This design comes from an exercise in tuning for small area, a short achievable clock period and few clock cycles per item on the open sky130 flow, not from production work.
Function was checked by simulation only, so behaviour that the tests miss may differ from the original.
No activity file was given, so power comes from the tool's default toggle rates.

File: constraint.sdc
create_clock -name core_clock -period 14.0 [get_ports {clk}]
set_input_delay 2.8000 -clock core_clock [delete_from_list [all_inputs] [get_ports {clk}]]
set_output_delay 2.8000 -clock core_clock [all_outputs]
set_load 0.01 [all_outputs]
File: config.mk
export PLATFORM = sky130hd
export DESIGN_NAME = rowq8
export DESIGN_NICKNAME = rowq8
export VERILOG_FILES = /design/flow/design.v
export SDC_FILE = /design/flow/constraint.sdc
export NUM_CORES = 4
export LEC_CHECK = 0
export CAP_MARGIN = 20
export CORE_MARGIN = 2
export CORE_UTILIZATION = 40
export SLEW_MARGIN = 20
export SYNTH_MEMORY_MAX_BITS = 8192
File: design.v
module rowq8 (
  input  wire        clk,
  input  wire        rst,             
  input  wire        in_valid,
  output wire        in_ready,
  input  wire [31:0] in_data,         
  output wire        out_valid,
  input  wire        out_ready,
  output wire [7:0]  out_q,           
  output wire        out_last,        
  output wire [31:0] out_scale,       
  output wire [7:0]  out_nonfinite,   
  output wire [7:0]  out_zero
);
  reg        in_rdy;
  reg        ir_v;
  reg        ir_s;
  reg [7:0]  ir_e;
  reg [6:0]  ir_f;           
  reg        ir_st;          
  wire in_fire = in_valid && in_rdy;
  reg  [1279:0] ring;        
  reg  [6:0]    ph;          
  wire [9:0]    head = ring[9:0];
  reg [6:0]  in_idx;
  reg [7:0]  rmax;           
  reg        rbig;           
  reg [6:0]  tin [0:8];      
  reg [7:0]  nf_in;
  reg        full_row;
  reg [6:0]  out_idx;
  reg [6:0]  tout [0:8];
  reg [4:0]  k0;             
  reg [7:0]  s_conv;
  reg [7:0]  nf_conv;
  reg        p1_v;
  reg [9:0]  p1_code;
  reg [3:0]  p1_k;
  reg        p1_last;
  reg        o_v,  k1_v,  k2_v;
  reg [8:0]  o_d,  k1_d,  k2_d;    
  reg [7:0]  acc_z;
  reg [7:0]  fin_z;
  reg [7:0]  nf_out;
  reg [7:0]  s_out;
  function [1:0] cnt3;
    input a, b, c;
    cnt3 = {1'b0, a} + {1'b0, b} + {1'b0, c};
  endfunction
  wire [2:0] occ  = {1'b0, cnt3(o_v, k1_v, k2_v)} + {2'b0, p1_v};
  wire       take = full_row && (out_idx == ph) && (occ < 3'd3);
  wire       wr   = ir_v && (in_idx == ph) &&
                    (!full_row || (in_idx != out_idx) || take);
  wire       row_done = wr && (in_idx == 7'd127);
  wire       pop  = o_v && out_ready;
  wire       w_special = (ir_e == 8'hFF);
  wire       w_zero    = (ir_e == 8'd0) && (ir_f == 7'd0) && !ir_st;
  wire       w_nan     = w_special && ((ir_f != 7'd0) || ir_st);
  wire       w_fnz     = !w_special && !w_zero;
  wire [7:0] w_eeff    = (ir_e == 8'd0) ? 8'd1 : ir_e;
  wire [7:0] w_m8      = {ir_e != 8'd0, ir_f};
  wire       w_big     = (ir_f[6:1] == 6'h3F) && (ir_f[0] || ir_st);
  wire [8:0] w_diff    = {1'b0, rmax} - {1'b0, w_eeff};    
  wire       w_newmax  = w_fnz && w_diff[8];
  wire       w_eqmax   = w_fnz && (w_diff == 9'd0);
  wire [8:0] w_rise    = {1'b0, w_eeff} - {1'b0, rmax};    
  wire [3:0] w_rise4   = (w_rise[8:4] != 5'd0) ? 4'd15 : w_rise[3:0];
  wire [3:0] w_dl      = w_diff[8] ? 4'd0 :
                         (w_diff[7:3] != 5'd0) ? 4'd8 : {1'b0, w_diff[2:0]};
  reg  [7:0] w_y;
  reg        w_lost;
  always @(*) begin
    case (w_dl)
      4'd0: begin w_y = w_m8;               w_lost = 1'b0;              end
      4'd1: begin w_y = {1'd0, w_m8[7:1]};  w_lost = w_m8[0];           end
      4'd2: begin w_y = {2'd0, w_m8[7:2]};  w_lost = |w_m8[1:0];        end
      4'd3: begin w_y = {3'd0, w_m8[7:3]};  w_lost = |w_m8[2:0];        end
      4'd4: begin w_y = {4'd0, w_m8[7:4]};  w_lost = |w_m8[3:0];        end
      4'd5: begin w_y = {5'd0, w_m8[7:5]};  w_lost = |w_m8[4:0];        end
      4'd6: begin w_y = {6'd0, w_m8[7:6]};  w_lost = |w_m8[5:0];        end
      4'd7: begin w_y = {7'd0, w_m8[7]};    w_lost = |w_m8[6:0];        end
      default: begin w_y = 8'd0;            w_lost = 1'b1;              end
    endcase
  end
  reg [9:0] w_code;
  always @(*) begin
    if (w_special)
      w_code = w_nan ? 10'd0 : {1'b1, 8'd0, ir_s};
    else if (w_zero || w_y == 8'd0)
      w_code = {1'b0, 8'd0, !w_zero};
    else
      w_code = {ir_s, w_y, ir_st || w_lost};
  end
  wire [7:0] rmax_n = w_newmax ? w_eeff : rmax;
  wire       rbig_n = w_newmax ? w_big : (rbig || (w_eqmax && w_big));
  wire [7:0] nf_n   = nf_in + {7'd0, w_special};
  reg [6:0] ts0 [0:8];
  reg [6:0] ts1 [0:8];
  reg [6:0] ts2 [0:8];
  reg [6:0] ts3 [0:8];
  integer d;
  always @(*) begin
    for (d = 0; d < 9; d = d + 1)
      ts0[d] = (w_newmax && w_rise4[0]) ? ((d >= 1) ? tin[d-1] : in_idx) : tin[d];
    for (d = 0; d < 9; d = d + 1)
      ts1[d] = (w_newmax && w_rise4[1]) ? ((d >= 2) ? ts0[d-2] : in_idx) : ts0[d];
    for (d = 0; d < 9; d = d + 1)
      ts2[d] = (w_newmax && w_rise4[2]) ? ((d >= 4) ? ts1[d-4] : in_idx) : ts1[d];
    for (d = 0; d < 9; d = d + 1)
      ts3[d] = (w_newmax && w_rise4[3]) ? ((d >= 8) ? ts2[d-8] : in_idx) : ts2[d];
  end
  wire [8:0] sc_t   = {1'b0, rmax_n} - 9'd6 + {8'd0, rbig_n};
  wire [7:0] sc_new = (rmax_n == 8'd0) ? 8'd127 :
                      (sc_t[8] || sc_t == 9'd0) ? 8'd1 : sc_t[7:0];
  wire [8:0] k0_t   = {1'b0, sc_new} + 9'd7 - {1'b0, rmax_n};
  wire [4:0] k0_new = (rmax_n == 8'd0 || k0_t > 9'd10) ? 5'd10 : k0_t[4:0];
  reg [3:0] dcnt;
  integer j;
  always @(*) begin
    dcnt = 4'd0;
    for (j = 0; j < 9; j = j + 1)
      if (tout[j] > out_idx) dcnt = dcnt + 4'd1;
  end
  wire [5:0] k_sum = {1'b0, k0} + {2'b0, dcnt};
  wire [3:0] k_cur = (k_sum > 6'd10) ? 4'd10 : k_sum[3:0];
  wire       c_s   = p1_code[9];
  wire [7:0] c_y   = p1_code[8:1];
  wire       c_st  = p1_code[0];
  wire       c_inf = c_s && (c_y == 8'd0);
  reg [6:0] c_int;
  reg       c_g;
  reg       c_stk;
  always @(*) begin
    case (p1_k)
      4'd1: begin c_int = c_y[7:1];          c_g = c_y[0]; c_stk = 1'b0;       end
      4'd2: begin c_int = {1'd0, c_y[7:2]};  c_g = c_y[1]; c_stk = c_y[0];     end
      4'd3: begin c_int = {2'd0, c_y[7:3]};  c_g = c_y[2]; c_stk = |c_y[1:0];  end
      4'd4: begin c_int = {3'd0, c_y[7:4]};  c_g = c_y[3]; c_stk = |c_y[2:0];  end
      4'd5: begin c_int = {4'd0, c_y[7:5]};  c_g = c_y[4]; c_stk = |c_y[3:0];  end
      4'd6: begin c_int = {5'd0, c_y[7:6]};  c_g = c_y[5]; c_stk = |c_y[4:0];  end
      4'd7: begin c_int = {6'd0, c_y[7]};    c_g = c_y[6]; c_stk = |c_y[5:0];  end
      4'd8: begin c_int = 7'd0;              c_g = c_y[7]; c_stk = |c_y[6:0];  end
      default: begin c_int = 7'd0;           c_g = 1'b0;   c_stk = 1'b1;       end
    endcase
  end
  wire       c_r    = c_g && (c_stk || c_st || c_int[0]);
  wire [7:0] c_q    = c_inf ? (c_st ? 8'h81 : 8'h7F)
                    : (({1'b0, c_int} ^ {8{c_s}}) + {7'd0, c_s ^ c_r});
  wire       c_zero = !c_inf && ((c_y != 8'd0) || c_st) && (c_int == 7'd0) && !c_r;
  wire [8:0] c_d    = {c_q, p1_last};
  wire       ir_v_n     = in_fire || (ir_v && !wr);
  wire [6:0] in_idx_n   = row_done ? 7'd0 : (wr ? in_idx + 7'd1 : in_idx);
  wire [6:0] ph_n       = ph + 7'd1;
  wire       full_row_n = row_done ? 1'b1 :
                          (take && out_idx == 7'd127) ? 1'b0 : full_row;
  wire [6:0] out_idx_n  = take ? out_idx + 7'd1 : out_idx;
  wire       p1_v_n     = take;
  wire       o_v_n      = pop ? (k1_v || p1_v) : (o_v || p1_v);
  wire       k1_v_n     = pop ? (k2_v || (k1_v && p1_v)) : (k1_v || (o_v && p1_v));
  wire       k2_v_n     = pop ? (k2_v && p1_v) : (k2_v || (k1_v && p1_v));
  wire [2:0] occ_n      = {1'b0, cnt3(o_v_n, k1_v_n, k2_v_n)} + {2'b0, p1_v_n};
  wire       take_n     = full_row_n && (out_idx_n == ph_n) && (occ_n < 3'd3);
  wire       wr_n       = ir_v_n && (in_idx_n == ph_n) &&
                          (!full_row_n || (in_idx_n != out_idx_n) || take_n);
  assign in_ready      = in_rdy;
  assign out_valid     = o_v;
  assign out_q         = o_d[8:1];
  assign out_last      = o_d[0];
  assign out_scale     = {1'b0, s_out, 23'd0};
  assign out_nonfinite = nf_out;
  assign out_zero      = fin_z;
  always @(posedge clk)
    ring <= {(wr ? w_code : head), ring[1279:10]};
  always @(posedge clk) begin
    if (in_fire) begin
      ir_s  <= in_data[31];
      ir_e  <= in_data[30:23];
      ir_f  <= in_data[22:16];
      ir_st <= |in_data[15:0];
    end
    p1_code <= head;
    p1_k    <= k_cur;
    p1_last <= (out_idx == 7'd127);
    if (row_done) begin
      for (d = 0; d < 9; d = d + 1) tout[d] <= ts3[d];
      k0      <= k0_new;
      s_conv  <= sc_new;
      nf_conv <= nf_n;
    end
    if (take && out_idx == 7'd127)
      nf_out <= nf_conv;
    if (!(o_v || k1_v || k2_v || p1_v) || (pop && o_d[0]))
      s_out <= s_conv;
    if (pop) begin
      o_d  <= k1_v ? k1_d : c_d;
      k1_d <= k2_v ? k2_d : c_d;
      k2_d <= c_d;
    end else begin
      if (!o_v)  o_d  <= c_d;
      if (!k1_v) k1_d <= c_d;
      if (!k2_v) k2_d <= c_d;
    end
    if (p1_v && p1_last)
      fin_z <= acc_z + {7'd0, c_zero};
  end
  always @(posedge clk) begin
    if (rst) begin
      in_rdy   <= 1'b1;
      ir_v     <= 1'b0;
      ph       <= 7'd127;
      in_idx   <= 7'd0;
      rmax     <= 8'd0;
      rbig     <= 1'b0;
      nf_in    <= 8'd0;
      for (d = 0; d < 9; d = d + 1) tin[d] <= 7'd0;
      full_row <= 1'b0;
      out_idx  <= 7'd0;
      p1_v     <= 1'b0;
      o_v      <= 1'b0;
      k1_v     <= 1'b0;
      k2_v     <= 1'b0;
      acc_z    <= 8'd0;
    end else begin
      in_rdy   <= !ir_v_n || wr_n;
      ir_v     <= ir_v_n;
      ph       <= ph_n;
      in_idx   <= in_idx_n;
      if (row_done) begin
        rmax  <= 8'd0;
        rbig  <= 1'b0;
        nf_in <= 8'd0;
        for (d = 0; d < 9; d = d + 1) tin[d] <= 7'd0;
      end else if (wr) begin
        rmax  <= rmax_n;
        rbig  <= rbig_n;
        nf_in <= nf_n;
        for (d = 0; d < 9; d = d + 1) tin[d] <= ts3[d];
      end
      full_row <= full_row_n;
      out_idx  <= out_idx_n;
      p1_v     <= p1_v_n;
      o_v      <= o_v_n;
      k1_v     <= k1_v_n;
      k2_v     <= k2_v_n;
      if (p1_v)
        acc_z <= p1_last ? 8'd0 : acc_z + {7'd0, c_zero};
    end
  end
endmodule
File: run.sh
#!/bin/bash
# synth_recipe.tcl (not shown) runs the flow's synth.tcl, then flattens the netlist and writes it again
# the make line also repeats each setting of config.mk as NAME=value (left out here)
make -C /OpenROAD-flow-scripts/flow DESIGN_CONFIG=/design/flow/config.mk WORK_HOME=/design/flow/orfs CLKGATE_MAP_FILE= SYNTH_SCRIPT=/design/flow/synth_recipe.tcl finish
==> run notes <==
-- cell type report --
type / count / area, um^2
fill: 9977 / 59900
sequential: 1563 / 32630
multi-input combinational: 1715 / 11610
clock buffer: 209 / 4237
tap: 1500 / 1877
timing repair buffer: 98 / 910.9
clock inverter: 59 / 893.4
inverter: 74 / 277.8
antenna: 3 / 7.507
-- cell usage after synthesis, types with 41 or more instances --
library cell	n
a221o_1	41
inv_1	72
dfxtp_1	1429
nand2_1	186
nor2_1	166
o21ai_0	156
a21oi_1	196
ha_1	123
xnor2_1	72
edfxtp_1	134
clkbuf_1	102
nand3_1	113
-- power by group through the flow --
stage	combinational, mW	sequential [mW]	clock, mW
finish	0.192	4.53	4.06
global route	0.210	4.52	4.39
global placement	0.187	4.63	0
detailed placement	0.188	4.63	0
floorplan	0.149	4.62	0
CTS	0.189	4.53	4.20
-- kinds of logic after synthesis --
group	after synthesis	share of synthesized area (%)
DFF	1563	72.09
other	1	0.008285
AOI/OAI and AO/OA	704	10.68
adders and majority gates	129	3.665
and+or+nand+nor	701	7.687
muxes	44	1.081
xor gates and xnor gates	112	2.231
buffers and inverters	258	2.560
-- worst paths after layout --
path                    endpoint  slack [ps]  depth (start not counted)
max          k0[1]$_SDFFCE_PP1P_        6470                         32
min           ring[1069]$_DFF_P_         290                          0
max reg2reg  k0[1]$_SDFFCE_PP1P_        6470                         32
min reg2reg   ring[1069]$_DFF_P_         290                          0
-- metal layers --
metal  part of all wire (%)  track usage, %  vias to the layer above
li1                       -               -                    12426
met1                     47           20.89                    12134
met2                     40           20.17                      831
met3                    9.0           5.116                      213
met4                    3.4           6.479                        6
met5                  0.053               0                        -
-- state kept, by name, summed over array words and instances, names as in the netlist, 9 cells and up --
name and count:
p1_code 10, k2_d 9, tin 63, tout 63, k1_d 9, ring 1280
o_d 9
==> results by group <==
Finish
  – Final Non-Filler Cells: around 5200
  – Design Area, Final: between 0.05 and 0.06 mm^2
  – Final core utilization: a little under half
  – Share of layout cells above drive strength 1: under 10%
  – Commonest non-fill, non-tap cell in the layout: dfxtp_1
  – Most frequent cells in the layout: dfxtp_1 (1429), a21oi_1 (196), nand2_1 (186)
  – Fin nets: roughly 3800
  – Syn-to-layout area delta: 15.86%

Floorplanning
  – Site Rows: between 100 and 150
  – Core area: between 0.1 and 0.15 mm^2
  – Initial Util: about two fifths
  – Die area: roughly 0.12 mm^2
  – Die Wd: about 340 um
  – Chip height: 340.4 um
  – I/O pin count: 95

Pwr
  – Total power draw: 8.784 mW
  – P_leak: roughly 20 nW
  – P_sw: about 1.8 mW
  – Flop pwr share: 51.5%
  – P_int: 6.984 mW
  – VDD IR max: around 0.00012 V
  – Combinational share of power: ~2.2%
  – Clock network power share: 46.3%
  – Switching part of the total: 20.49%
  – PD cells: between 150 and 200 mW/mm^2

STA
  – FMAX: ~130 MHz
  – Post-layout minimum cycle time: about 7500 ps
  – Tcrit/Tclk final: between 50% and 60%
  – Slew @ Worst Pin: around 1200 ps
  – Clock Skews: ~46 ps
  – Final Max Tran Viols: 0
  – Worst slew margin: 20.95%
  – Worst Hold Margin: around 290 ps
  – Hold Fails Final Rpt: 0
  – Setup violations, final: 0
  – RSZ-0062 raised after global routing: false
  – Fin worst setup slack: between 6000 and 7000 ps
  – Setup TNS: 0 ps

Outcome
  – Status: finished clean

Run
  – Max-cap violations: 0

Routing
  – First DRT Iteration DRCs: roughly 2000
  – Post-DRT Antenna Nets: 0
  – DRC Markers: 0
  – Detailed Route WL: between 80 and 90 mm
  – Via count: around 26000
  – Drt first pass iters: 7
  – WL/cell: ~17 um
  – Drt via density: 4.905

Logic synthesis
  – Syn avg cell area: between 10 and 15 um^2
  – Synthesized flop and latch total: ~1600
  – Post-synthesis sequential area ratio: 72.09%
  – Predominant post-synthesis flop cell: dfxtp_1
  – Async set-reset flop share out of synthesis: 0%
  – Synth top area cells: dfxtp_1 (63%), edfxtp_1 (8.9%), ha_1 (3.4%)
  – Post-synth EDFFs: roughly 130
  – Post-Synthesis Cells: between 3000 and 4000
  – Synth top area share: 63.20%
  – Mapped Area: around 0.045 mm^2
  – Synth warnings: 7
  – Largest area contributor in the netlist: dfxtp_1
  – Synth cell types: 102

GRT
  – Maximum number of pins on one net before global-route repair: 79
  – Tot GR Track Use: between 10% and 20%
  – First-pass GRT wire length: ~140 mm
  – Vias in the first global route: 24395
  – Initial antenna violation count: 6
  – Total grt overflow: 0

Placement
  – Port-buffer cells: 70
  – Placed Cells: approximately 5000
  – HPWL Detailed: ~53 mm
  – Placed Instance Area: around 0.047 mm^2
  – Post-place setup slack: roughly 6500 ps
  – Routability cong.: about 0.91

Clock tree
  – H-tree levels: 4
  – Setup bufs post-CTS: 0
  – CTS tree: built
  – CTS max path bufs: 3
  – CTS sink count: 1563
  – Clock Tree Root: clkbuf_16
  – Worst-skew pair later-pin latency: approximately 740 ps
  – Hold-fix buffers at CTS: 0
  – Post_cts resized: 0
  – TritonCTS buffer count: 148
  – CTS clk-pin slew, worst paths: around 60 ps

Critical path
  – Bufs and invs on worst path: 3
  – Worst Path Max Fanout: 10
  – Setup crit end kind: register
  – Data required time of the worst path: 14470 ps
  – Worst path slowest cell: or4_4
  – Crit path DAT: ~8000 ps
  – Cell family with most CP delay: compound AO/OA/AOI/OAI gates
  – R2r startpoint: ir_e[4]$_DFFE_PP_
  – Critical path type: register to register
  – Crit path launch: ir_e[4]$_DFFE_PP_
  – CP peak stage delay: just over 600 ps
  – Crit start category: register

Hold path
  – HP Start: ring[1079]$_DFF_P_
  – Worst min-delay path class: register to register
Testbench counts, summed over its fixed seeds: cycles 17,432, rows 128.

[re-timing with driven ports]
Ports are ideal in the flow. The routed layout listed here was re-timed in OpenROAD.
Step 1 assumes that a clkbuf_16 drives the clock port and a buf_2 every other input.
Step 2, shift: input delay + t, output delay - t, t = (earliest + latest rising clock arrival at the registers) / 2. This alone moves slack from input paths to output paths.
Slacks: ideal / step 1 / step 2; pairs: ideal / step 1.
t (ns): 0.787
slack for setup (ns): 6.466 / 6.466 / 6.466
hold WS [ns]: 0.288 / 0.288 / 0.288
worst slew at a driven data input, ns: 0.05
After both steps setup and hold are still met in this run. For this run, drivers alone change the setup slack by 0.000 ns; drivers and shift together by 0.000 ns.
